What follows belongs to an exercise in optimizing a design on an open flow for small area; a production flow would make more cautious choices. Function was checked by simulation only, so behaviour that the tests miss may differ from the original. No activity file was given, so power comes from the tool's default toggle rates.

==> v37 <==
==> flow/design.v <==
module akf_filter_bank (
    input  wire         clk,
    input  wire         rst,
    input  wire         bus_wr,
    input  wire         bus_rd,
    input  wire [8:0]   bus_addr,
    input  wire [31:0]  bus_wdata,
    output reg  [31:0]  bus_rdata,
    input  wire         frm_valid,
    output wire         frm_ready,
    input  wire         frm_port,      
    input  wire [1:0]   frm_fmt,       
    input  wire [28:0]  frm_id,
    input  wire [3:0]   frm_len,
    input  wire         frm_rtr,
    input  wire [7:0]   frm_d0,
    input  wire [7:0]   frm_d1,
    output reg          res_valid,
    output reg  [3:0]   res_hit,       
    output reg  [19:0]  res_flt,       
    output reg  [7:0]   res_dest,      
    output reg  [43:0]  res_tgt,       
    output reg          res_bridge
);
    localparam NF = 16;
    localparam [1:0] D_REJECT  = 2'd0;
    localparam [1:0] D_FIFO    = 2'd1;
    localparam [1:0] D_MAILBOX = 2'd2;
    localparam [1:0] D_BRIDGE  = 2'd3;
    reg  [28:0] stg_a, stg_b;
    reg         stg_a_hi, stg_b_hi;
    reg  [31:0] stg_d;
    reg  [5:0]  pan_b1, pan_b2, pan_b3;
    reg  [3:0]  pan_cap;
    reg  [3:0]  fault_cap;
    reg         busy;
    reg  [3:0]  cnt;
    reg  [8:0]  raddr;
    reg         rd_q;
    reg  [28:0] fr_id;
    reg  [1:0]  fr_fmt;
    reg         fr_port;
    reg  [15:0] fr_v;          
    reg         fr_ehi;        
    reg         fr_elo;        
    wire accept = frm_valid & ~busy;
    assign frm_ready = ~busy;
    reg         f_en     [0:NF-1];
    reg  [1:0]  f_type   [0:NF-1];
    reg         f_plc    [0:NF-1];
    reg         f_pair   [0:NF-1];
    reg  [1:0]  f_fmt    [0:NF-1];
    reg         f_data   [0:NF-1];
    reg  [6:0]  f_dt     [0:NF-1];
    reg         f_cfgerr [0:NF-1];
    reg  [28:0] f_a      [0:NF-1];
    reg  [28:0] f_b      [0:NF-1];
    reg  [31:0] f_d      [0:NF-1];
    reg  [15:0] f_hit    [0:NF-1];
    wire [3:0]  sel = busy ? cnt : raddr[6:3];
    wire        s_en     = f_en[sel];
    wire [1:0]  s_type   = f_type[sel];
    wire        s_plc    = f_plc[sel];
    wire        s_pair   = f_pair[sel];
    wire [1:0]  s_fmt    = f_fmt[sel];
    wire        s_data   = f_data[sel];
    wire [6:0]  s_dt     = f_dt[sel];
    wire        s_cfgerr = f_cfgerr[sel];
    wire [28:0] s_a      = f_a[sel];
    wire [28:0] s_b      = f_b[sel];
    wire [31:0] s_d      = f_d[sel];
    wire [15:0] s_hit    = f_hit[sel];
    wire [1:0]  s_dest = s_dt[6] ? D_MAILBOX : s_dt[1:0];
    wire [5:0]  s_tgt  = s_dt[6] ? s_dt[5:0] : {4'd0, s_dt[3:2]};
    function [1:0] owner;
        input [3:0] idx;
        begin
            owner = {1'b0, ({2'b0, idx} >= pan_b1)}
                  + {1'b0, ({2'b0, idx} >= pan_b2)}
                  + {1'b0, ({2'b0, idx} >= pan_b3)};
        end
    endfunction
    wire [1:0]  o_pan = owner(busy ? cnt : bus_addr[6:3]);
    wire        use_m = ~fr_fmt[0];
    wire        use_h = fr_fmt[1];
    wire [28:0] xa = fr_id ^ s_a;
    wire [28:0] xb = fr_id ^ s_b;
    wire [28:0] xm = xa & s_b;
    function seg_zero;
        input [28:0] x;
        begin
            seg_zero = (x[10:0] == 11'd0)
                    && (!use_m || (x[15:11] == 5'd0))
                    && (!use_h || (x[28:16] == 13'd0));
        end
    endfunction
    function le_w;
        input [28:0] x;        
        input [28:0] yk;       
        reg c, c11, c16;
        integer k;
        begin
            c = 1'b1;
            c11 = 1'b1;
            c16 = 1'b1;
            for (k = 0; k < 29; k = k + 1) begin
                c = x[k] ? yk[k] : c;
                if (k == 10) c11 = c;
                if (k == 15) c16 = c;
            end
            le_w = use_h ? c : use_m ? c16 : c11;
        end
    endfunction
    wire id_eq_a  = seg_zero(xa);
    wire id_eq_b  = seg_zero(xb);
    wire id_mask  = seg_zero(xm);
    wire id_range = le_w(xa, fr_id) && le_w(xb, s_b);
    wire id_ok    = s_type[1] ? (id_eq_a | id_eq_b)
                  : s_type[0] ? id_range : id_mask;
    wire data_ok  = (((fr_v ^ s_d[15:0]) & s_d[31:16]) == 16'd0)
                 && !(fr_ehi && (s_d[31:24] != 8'd0))
                 && !(fr_elo && (s_d[23:16] != 8'd0));
    wire match = s_en
              && (fr_port ? s_pair : s_plc)
              && (s_fmt == fr_fmt)
              && id_ok
              && (!s_data || data_ok);
    wire win = busy & match & ~res_hit[o_pan];
    wire        sel_flt = (bus_addr[8:7] == 2'b00);
    wire        sel_sys = bus_addr[8];
    wire [3:0]  b_idx   = bus_addr[6:3];
    wire [2:0]  b_word  = bus_addr[2:0];
    wire [31:0] w       = bus_wdata;
    wire [1:0]  w_dest  = w[9:8];
    wire        w_cap_bad = (w_dest == D_BRIDGE) && !pan_cap[o_pan];
    wire        w_refuse  = (w[2:1] == 2'd3) || (w[6:5] == 2'd3)
                         || (w[15:10] != 6'd0) || (w[29:27] != 3'd0) || w[31]
                         || stg_a_hi || stg_b_hi
                         || ((w_dest == D_FIFO) && (w[26:18] != 9'd0))
                         || ((w_dest == D_MAILBOX) && (w[26:22] != 5'd0))
                         || (((w_dest == D_REJECT) || (w_dest == D_BRIDGE)) && (w[26:16] != 11'd0))
                         || w_cap_bad;
    wire ctl_wr  = bus_wr && sel_flt && (b_word == 3'd0);
    wire apply   = ctl_wr && !w_refuse;
    wire stg_wr  = bus_wr && sel_flt;
    wire        nr = ~rst;
    wire [6:0]  w_dt = (w_dest == D_MAILBOX) ? {1'b1, w[21:16]} : {3'b000, w[17:16], w_dest};
    wire [14:0] wr_ctl = {15{nr}} & {w_dt, w[7], w[6:5], w[4], w[3], w[2:1], w[0]};
    wire [28:0] wr_a   = {29{nr}} & stg_a;
    wire [28:0] wr_b   = {29{nr}} & stg_b;
    wire [31:0] wr_d   = {32{nr}} & stg_d;
    wire [31:0] wm     = {32{nr}} & w;
    wire        hit_clr = rd_q && (raddr[8:7] == 2'b00) && (raddr[2:0] == 3'd4);
    wire        hit_sat = (s_hit == 16'hFFFF);
    wire [15:0] wr_hit  = {16{busy & nr}} & (s_hit + 16'd1);
    genvar g;
    generate
        for (g = 0; g < NF; g = g + 1) begin : flt
            wire row_b   = (b_idx == g);
            wire we_ctl  = rst | (apply & row_b);
            wire we_err  = rst | (ctl_wr & row_b);
            wire we_hit  = rst | (hit_clr & (raddr[6:3] == g)) | (win & ~hit_sat & (cnt == g));
            always @(posedge clk) begin
                if (we_ctl) begin
                    {f_dt[g], f_data[g], f_fmt[g], f_pair[g], f_plc[g], f_type[g], f_en[g]} <= wr_ctl;
                    f_a[g] <= wr_a;
                    f_b[g] <= wr_b;
                    f_d[g] <= wr_d;
                end
                if (we_err)
                    f_cfgerr[g] <= nr & w_refuse;
                if (we_hit)
                    f_hit[g] <= wr_hit;
            end
        end
    endgenerate
    always @(posedge clk) begin
        raddr <= bus_addr;
        rd_q  <= bus_rd;
        if (rst | (stg_wr & (b_word == 3'd1))) begin
            stg_a    <= wm[28:0];
            stg_a_hi <= wm[31:29] != 3'd0;
        end
        if (rst | (stg_wr & (b_word == 3'd2))) begin
            stg_b    <= wm[28:0];
            stg_b_hi <= wm[31:29] != 3'd0;
        end
        if (rst | (stg_wr & (b_word == 3'd3)))
            stg_d <= wm;
        if (rst) begin
            pan_b1    <= 6'd16;
            pan_b2    <= 6'd16;
            pan_b3    <= 6'd16;
            pan_cap   <= 4'd0;
            fault_cap <= 4'd0;
        end else begin
            if (bus_wr && sel_sys && (bus_addr[7:0] == 8'h00)) begin
                pan_b1 <= w[5:0];
                pan_b2 <= w[13:8];
                pan_b3 <= w[21:16];
            end
            if (bus_wr && sel_sys && (bus_addr[7:0] == 8'h01))
                pan_cap <= w[3:0];
            if (bus_wr && sel_sys && (bus_addr[7:0] == 8'h02))
                fault_cap <= fault_cap & ~w[3:0];
            else if (ctl_wr && w_cap_bad)
                fault_cap[o_pan] <= 1'b1;
        end
        if (rst) begin
            busy      <= 1'b0;
            cnt       <= 4'd0;
            res_valid <= 1'b0;
        end else begin
            res_valid <= busy & (cnt == 4'd15);
            if (accept)
                busy <= 1'b1;
            else if (cnt == 4'd15)
                busy <= 1'b0;
            if (busy)
                cnt <= cnt + 4'd1;
        end
        if (accept) begin
            fr_id   <= frm_id;
            fr_fmt  <= frm_fmt;
            fr_port <= frm_port;
            fr_v    <= {frm_d0, frm_d1};
            fr_ehi  <= (frm_len == 4'd0) | (frm_rtr & (frm_fmt != 2'd0));
            fr_elo  <= (frm_len < 4'd2)  | (frm_rtr & (frm_fmt != 2'd0));
        end
    end
    integer q;
    always @(posedge clk) begin
        for (q = 0; q < 4; q = q + 1) begin
            if (accept) begin
                res_hit[q]          <= 1'b0;
                res_flt[5*q +: 5]   <= 5'd0;
                res_dest[2*q +: 2]  <= 2'd0;
                res_tgt[11*q +: 11] <= 11'd0;
            end else if (win && (o_pan == q)) begin
                res_hit[q]          <= 1'b1;
                res_flt[5*q +: 5]   <= {1'b0, cnt};
                res_dest[2*q +: 2]  <= s_dest;
                res_tgt[11*q +: 11] <= {5'd0, s_tgt};
            end
        end
    end
    always @(*) begin
        res_bridge = 1'b0;
        for (q = 0; q < 4; q = q + 1)
            if (res_hit[q] && (res_dest[2*q +: 2] == D_BRIDGE))
                res_bridge = 1'b1;
    end
    always @(*) begin
        bus_rdata = 32'd0;
        if (raddr[8:7] == 2'b00) begin
            case (raddr[2:0])
                3'd0: bus_rdata = {1'b0, s_cfgerr, 3'd0, 5'd0, s_tgt, 6'd0,
                                   s_dest, s_data, s_fmt, s_pair, s_plc, s_type, s_en};
                3'd1: bus_rdata = {3'd0, s_a};
                3'd2: bus_rdata = {3'd0, s_b};
                3'd3: bus_rdata = s_d;
                3'd4: bus_rdata = {16'd0, s_hit};
                default: ;
            endcase
        end else if (raddr[8]) begin
            case (raddr[7:0])
                8'h00: bus_rdata = {10'd0, pan_b3, 2'd0, pan_b2, 2'd0, pan_b1};
                8'h01: bus_rdata = {28'd0, pan_cap};
                8'h02: bus_rdata = {28'd0, fault_cap};
                default: ;
            endcase
        end
    end
endmodule
==> flow/run.sh <==
#!/bin/bash
# synth_recipe.tcl (not shown) runs the flow's synth.tcl, then flattens the netlist and writes it again
# the make line also repeats each setting of config.mk as NAME=value (left out here)
make -C /OpenROAD-flow-scripts/flow DESIGN_CONFIG=/design/flow/config.mk WORK_HOME=/design/flow/orfs CLKGATE_MAP_FILE= SYNTH_SCRIPT=/design/flow/synth_recipe.tcl finish
==> flow/config.mk <==
export PLATFORM = sky130hd
export DESIGN_NAME = akf_filter_bank
export DESIGN_NICKNAME = akf_filter_bank
export VERILOG_FILES = /design/flow/design.v
export SDC_FILE = /design/flow/constraint.sdc
export NUM_CORES = 4
export LEC_CHECK = 0
export ABC_AREA = 1
export CAP_MARGIN = 20
export CORE_MARGIN = 2
export CORE_UTILIZATION = 65
export CTS_BUF_LIST = sky130_fd_sc_hd__clkbuf_8
export CTS_CLUSTER_DIAMETER = 50
export CTS_CLUSTER_SIZE = 16
export PLACE_DENSITY = 0.75
export SLEW_MARGIN = 20
==> flow/constraint.sdc <==
create_clock -name core_clock -period 12.0 [get_ports {clk}]
set_input_delay 2.4000 -clock core_clock [delete_from_list [all_inputs] [get_ports {clk}]]
set_output_delay 2.4000 -clock core_clock [all_outputs]
set_load 0.01 [all_outputs]
==> inputs of v1, as changes to v37 <==
--- a/flow/design.v
+++ b/flow/design.v
@@ -37,7 +37,7 @@
     reg  [3:0]  cnt;
     reg  [8:0]  raddr;
     reg         rd_q;
-    reg  [28:0] fr_id;
+    reg  [28:0] fr_id;         
     reg  [1:0]  fr_fmt;
     reg         fr_port;
     reg  [15:0] fr_v;          
@@ -81,45 +81,23 @@
         end
     endfunction
     wire [1:0]  o_pan = owner(busy ? cnt : bus_addr[6:3]);
-    wire        use_m = ~fr_fmt[0];
-    wire        use_h = fr_fmt[1];
-    wire [28:0] xa = fr_id ^ s_a;
-    wire [28:0] xb = fr_id ^ s_b;
-    wire [28:0] xm = xa & s_b;
-    function seg_zero;
-        input [28:0] x;
-        begin
-            seg_zero = (x[10:0] == 11'd0)
-                    && (!use_m || (x[15:11] == 5'd0))
-                    && (!use_h || (x[28:16] == 13'd0));
-        end
-    endfunction
-    function le_w;
-        input [28:0] x;        
-        input [28:0] yk;       
-        reg c, c11, c16;
-        integer k;
-        begin
-            c = 1'b1;
-            c11 = 1'b1;
-            c16 = 1'b1;
-            for (k = 0; k < 29; k = k + 1) begin
-                c = x[k] ? yk[k] : c;
-                if (k == 10) c11 = c;
-                if (k == 15) c16 = c;
-            end
-            le_w = use_h ? c : use_m ? c16 : c11;
-        end
-    endfunction
-    wire id_eq_a  = seg_zero(xa);
-    wire id_eq_b  = seg_zero(xb);
-    wire id_mask  = seg_zero(xm);
-    wire id_range = le_w(xa, fr_id) && le_w(xb, s_b);
+    reg  [28:0] wmask;
+    always @(*) begin
+        case (fr_fmt)
+            2'd0:    wmask = 29'h0000_FFFF;
+            2'd1:    wmask = 29'h0000_07FF;
+            default: wmask = 29'h1FFF_FFFF;
+        endcase
+    end
+    wire [28:0] a_m = s_a & wmask;
+    wire [28:0] b_m = s_b & wmask;
+    wire id_eq_a  = (fr_id == a_m);
+    wire id_eq_b  = (fr_id == b_m);
+    wire id_mask  = (((fr_id ^ s_a) & b_m) == 29'd0);
+    wire id_range = (a_m <= fr_id) && (fr_id <= b_m);
     wire id_ok    = s_type[1] ? (id_eq_a | id_eq_b)
                   : s_type[0] ? id_range : id_mask;
-    wire data_ok  = (((fr_v ^ s_d[15:0]) & s_d[31:16]) == 16'd0)
-                 && !(fr_ehi && (s_d[31:24] != 8'd0))
-                 && !(fr_elo && (s_d[23:16] != 8'd0));
+    wire data_ok  = (((fr_v ^ s_d[15:0]) | {{8{fr_ehi}}, {8{fr_elo}}}) & s_d[31:16]) == 16'd0;
     wire match = s_en
               && (fr_port ? s_pair : s_plc)
               && (s_fmt == fr_fmt)
@@ -151,15 +129,15 @@
     wire [31:0] wr_d   = {32{nr}} & stg_d;
     wire [31:0] wm     = {32{nr}} & w;
     wire        hit_clr = rd_q && (raddr[8:7] == 2'b00) && (raddr[2:0] == 3'd4);
-    wire        hit_sat = (s_hit == 16'hFFFF);
-    wire [15:0] wr_hit  = {16{busy & nr}} & (s_hit + 16'd1);
+    wire [15:0] hit_inc = s_hit + {15'd0, (s_hit != 16'hFFFF)};
+    wire [15:0] wr_hit  = (rst | hit_clr) ? 16'd0 : hit_inc;
     genvar g;
     generate
         for (g = 0; g < NF; g = g + 1) begin : flt
             wire row_b   = (b_idx == g);
             wire we_ctl  = rst | (apply & row_b);
             wire we_err  = rst | (ctl_wr & row_b);
-            wire we_hit  = rst | (hit_clr & (raddr[6:3] == g)) | (win & ~hit_sat & (cnt == g));
+            wire we_hit  = rst | (hit_clr & (raddr[6:3] == g)) | (win & (cnt == g));
             always @(posedge clk) begin
                 if (we_ctl) begin
                     {f_dt[g], f_data[g], f_fmt[g], f_pair[g], f_plc[g], f_type[g], f_en[g]} <= wr_ctl;
@@ -220,7 +198,8 @@
                 cnt <= cnt + 4'd1;
         end
         if (accept) begin
-            fr_id   <= frm_id;
+            fr_id   <= frm_id & (frm_fmt == 2'd0 ? 29'h0000_FFFF :
+                                 frm_fmt == 2'd1 ? 29'h0000_07FF : 29'h1FFF_FFFF);
             fr_fmt  <= frm_fmt;
             fr_port <= frm_port;
             fr_v    <= {frm_d0, frm_d1};
- ABC_AREA: 1 -> unset
- CORE_UTILIZATION: 65 -> 35
- CTS_BUF_LIST: sky130_fd_sc_hd__clkbuf_8 -> unset
- CTS_CLUSTER_DIAMETER: 50 -> unset
- CTS_CLUSTER_SIZE: 16 -> unset
- PLACE_DENSITY: 0.75 -> 0.55
==> inputs of v9, as changes to v37 <==
--- a/flow/design.v
+++ b/flow/design.v
@@ -30,6 +30,7 @@
     reg  [28:0] stg_a, stg_b;
     reg         stg_a_hi, stg_b_hi;
     reg  [31:0] stg_d;
+    reg         stg_a_ok, stg_b_ok, stg_d_ok;    
     reg  [5:0]  pan_b1, pan_b2, pan_b3;
     reg  [3:0]  pan_cap;
     reg  [3:0]  fault_cap;
@@ -58,18 +59,27 @@
     reg  [31:0] f_d      [0:NF-1];
     reg  [15:0] f_hit    [0:NF-1];
     wire [3:0]  sel = busy ? cnt : raddr[6:3];
-    wire        s_en     = f_en[sel];
-    wire [1:0]  s_type   = f_type[sel];
-    wire        s_plc    = f_plc[sel];
-    wire        s_pair   = f_pair[sel];
-    wire [1:0]  s_fmt    = f_fmt[sel];
-    wire        s_data   = f_data[sel];
-    wire [6:0]  s_dt     = f_dt[sel];
-    wire        s_cfgerr = f_cfgerr[sel];
-    wire [28:0] s_a      = f_a[sel];
-    wire [28:0] s_b      = f_b[sel];
-    wire [31:0] s_d      = f_d[sel];
-    wire [15:0] s_hit    = f_hit[sel];
+    wire [NF-1:0] oh = 16'd1 << sel;
+    wire [121:0]  s_row;
+    genvar c, h;
+    generate
+        for (c = 0; c < 122; c = c + 1) begin : rcol
+            wire [NF-1:0] d;
+            for (h = 0; h < NF; h = h + 1) begin : rrow
+                wire [121:0] rv = {f_en[h], f_type[h], f_plc[h], f_pair[h], f_fmt[h], f_data[h],
+                                   f_dt[h], f_cfgerr[h], f_a[h], f_b[h], f_d[h], f_hit[h]};
+                assign d[h] = rv[c];
+            end
+            akf_col16 u_col (.s(oh), .d(d), .y(s_row[c]));
+        end
+    endgenerate
+    wire        s_en, s_plc, s_pair, s_data, s_cfgerr;
+    wire [1:0]  s_type, s_fmt;
+    wire [6:0]  s_dt;
+    wire [28:0] s_a, s_b;
+    wire [31:0] s_d;
+    wire [15:0] s_hit;
+    assign {s_en, s_type, s_plc, s_pair, s_fmt, s_data, s_dt, s_cfgerr, s_a, s_b, s_d, s_hit} = s_row;
     wire [1:0]  s_dest = s_dt[6] ? D_MAILBOX : s_dt[1:0];
     wire [5:0]  s_tgt  = s_dt[6] ? s_dt[5:0] : {4'd0, s_dt[3:2]};
     function [1:0] owner;
@@ -146,10 +156,9 @@
     wire        nr = ~rst;
     wire [6:0]  w_dt = (w_dest == D_MAILBOX) ? {1'b1, w[21:16]} : {3'b000, w[17:16], w_dest};
     wire [14:0] wr_ctl = {15{nr}} & {w_dt, w[7], w[6:5], w[4], w[3], w[2:1], w[0]};
-    wire [28:0] wr_a   = {29{nr}} & stg_a;
-    wire [28:0] wr_b   = {29{nr}} & stg_b;
-    wire [31:0] wr_d   = {32{nr}} & stg_d;
-    wire [31:0] wm     = {32{nr}} & w;
+    wire [28:0] wr_a   = {29{nr & stg_a_ok}} & stg_a;
+    wire [28:0] wr_b   = {29{nr & stg_b_ok}} & stg_b;
+    wire [31:0] wr_d   = {32{nr & stg_d_ok}} & stg_d;
     wire        hit_clr = rd_q && (raddr[8:7] == 2'b00) && (raddr[2:0] == 3'd4);
     wire        hit_sat = (s_hit == 16'hFFFF);
     wire [15:0] wr_hit  = {16{busy & nr}} & (s_hit + 16'd1);
@@ -177,16 +186,30 @@
     always @(posedge clk) begin
         raddr <= bus_addr;
         rd_q  <= bus_rd;
-        if (rst | (stg_wr & (b_word == 3'd1))) begin
-            stg_a    <= wm[28:0];
-            stg_a_hi <= wm[31:29] != 3'd0;
-        end
-        if (rst | (stg_wr & (b_word == 3'd2))) begin
-            stg_b    <= wm[28:0];
-            stg_b_hi <= wm[31:29] != 3'd0;
-        end
-        if (rst | (stg_wr & (b_word == 3'd3)))
-            stg_d <= wm;
+        if (stg_wr & (b_word == 3'd1))
+            stg_a <= w[28:0];
+        if (stg_wr & (b_word == 3'd2))
+            stg_b <= w[28:0];
+        if (stg_wr & (b_word == 3'd3))
+            stg_d <= w;
+        if (rst) begin
+            stg_a_hi <= 1'b0;
+            stg_b_hi <= 1'b0;
+            stg_a_ok <= 1'b0;
+            stg_b_ok <= 1'b0;
+            stg_d_ok <= 1'b0;
+        end else begin
+            if (stg_wr & (b_word == 3'd1)) begin
+                stg_a_hi <= w[31:29] != 3'd0;
+                stg_a_ok <= 1'b1;
+            end
+            if (stg_wr & (b_word == 3'd2)) begin
+                stg_b_hi <= w[31:29] != 3'd0;
+                stg_b_ok <= 1'b1;
+            end
+            if (stg_wr & (b_word == 3'd3))
+                stg_d_ok <= 1'b1;
+        end
         if (rst) begin
             pan_b1    <= 6'd16;
             pan_b2    <= 6'd16;
@@ -272,3 +295,30 @@
         end
     end
 endmodule
+module akf_col16 (
+    input  wire [15:0] s,
+    input  wire [15:0] d,
+    output wire        y
+);
+    wire [5:0] t;
+    akf_aoi3 u0 (.s(s[2:0]),   .d(d[2:0]),   .y(t[0]));
+    akf_aoi3 u1 (.s(s[5:3]),   .d(d[5:3]),   .y(t[1]));
+    akf_aoi3 u2 (.s(s[8:6]),   .d(d[8:6]),   .y(t[2]));
+    akf_aoi3 u3 (.s(s[11:9]),  .d(d[11:9]),  .y(t[3]));
+    akf_aoi3 u4 (.s(s[14:12]), .d(d[14:12]), .y(t[4]));
+    assign t[5] = ~(s[15] & d[15]);
+    akf_nand6 u5 (.a(t), .y(y));
+endmodule
+module akf_aoi3 (
+    input  wire [2:0] s,
+    input  wire [2:0] d,
+    output wire       y
+);
+    assign y = ~|(s & d);
+endmodule
+module akf_nand6 (
+    input  wire [5:0] a,
+    output wire       y
+);
+    assign y = ~&a;
+endmodule
- ABC_AREA: 1 -> 0
- ABC_CLOCK_PERIOD_IN_PS: unset -> 12000
- CORE_UTILIZATION: 65 -> 50
- PLACE_DENSITY: 0.75 -> 0.6
- SYNTH_HIERARCHICAL: unset -> 1
- SYNTH_MINIMUM_KEEP_SIZE: unset -> 0
==> summary of the runs <==
- v9 produced a clean layout. v37 went through all stages and came out clean. v1 finished clean.
- Setup slack: v37 > v9 > v1.
- Between v1 and v9, the lower global-route usage is in v1 (gap 2.3 points).
- In v9 the sequential power is smaller than in v1, by about 3%.
- Against v9, the maximum frequency of v1 is lower by 7.8%.

[what the ideal ports hide]
The results above use ideal ports. As a check the final layouts listed here were re-extracted and re-timed, cells and wires unchanged.
Step 1, drivers: a clkbuf_16 drives clk and a buf_2 each remaining input, both assumed.
Step 2 adds t to the input delays and takes it off the output delays; t is the mean of the earliest and latest rising clock arrival at the registers after step 1. Input paths then give back, and output paths get back, about the clock's delay inside the block.
Slacks: ideal / step 1 / step 2; pairs: ideal / step 1.
run	t, ns	setup slack, ns	latest minus earliest clock arrival (ns)	slew at the worst register clock pin (ns)	pins driven straight from the clock port
v37	1.032	2.608 / 2.522 / 3.255	0.056 / 0.056	0.11 / 0.11	1
v1	1.000	1.766 / 1.661 / 2.662	0.055 / 0.055	0.07 / 0.07	1
v9	1.022	2.565 / 2.481 / 3.270	0.073 / 0.073	0.11 / 0.11	1
After both steps every run listed still meets setup and hold.
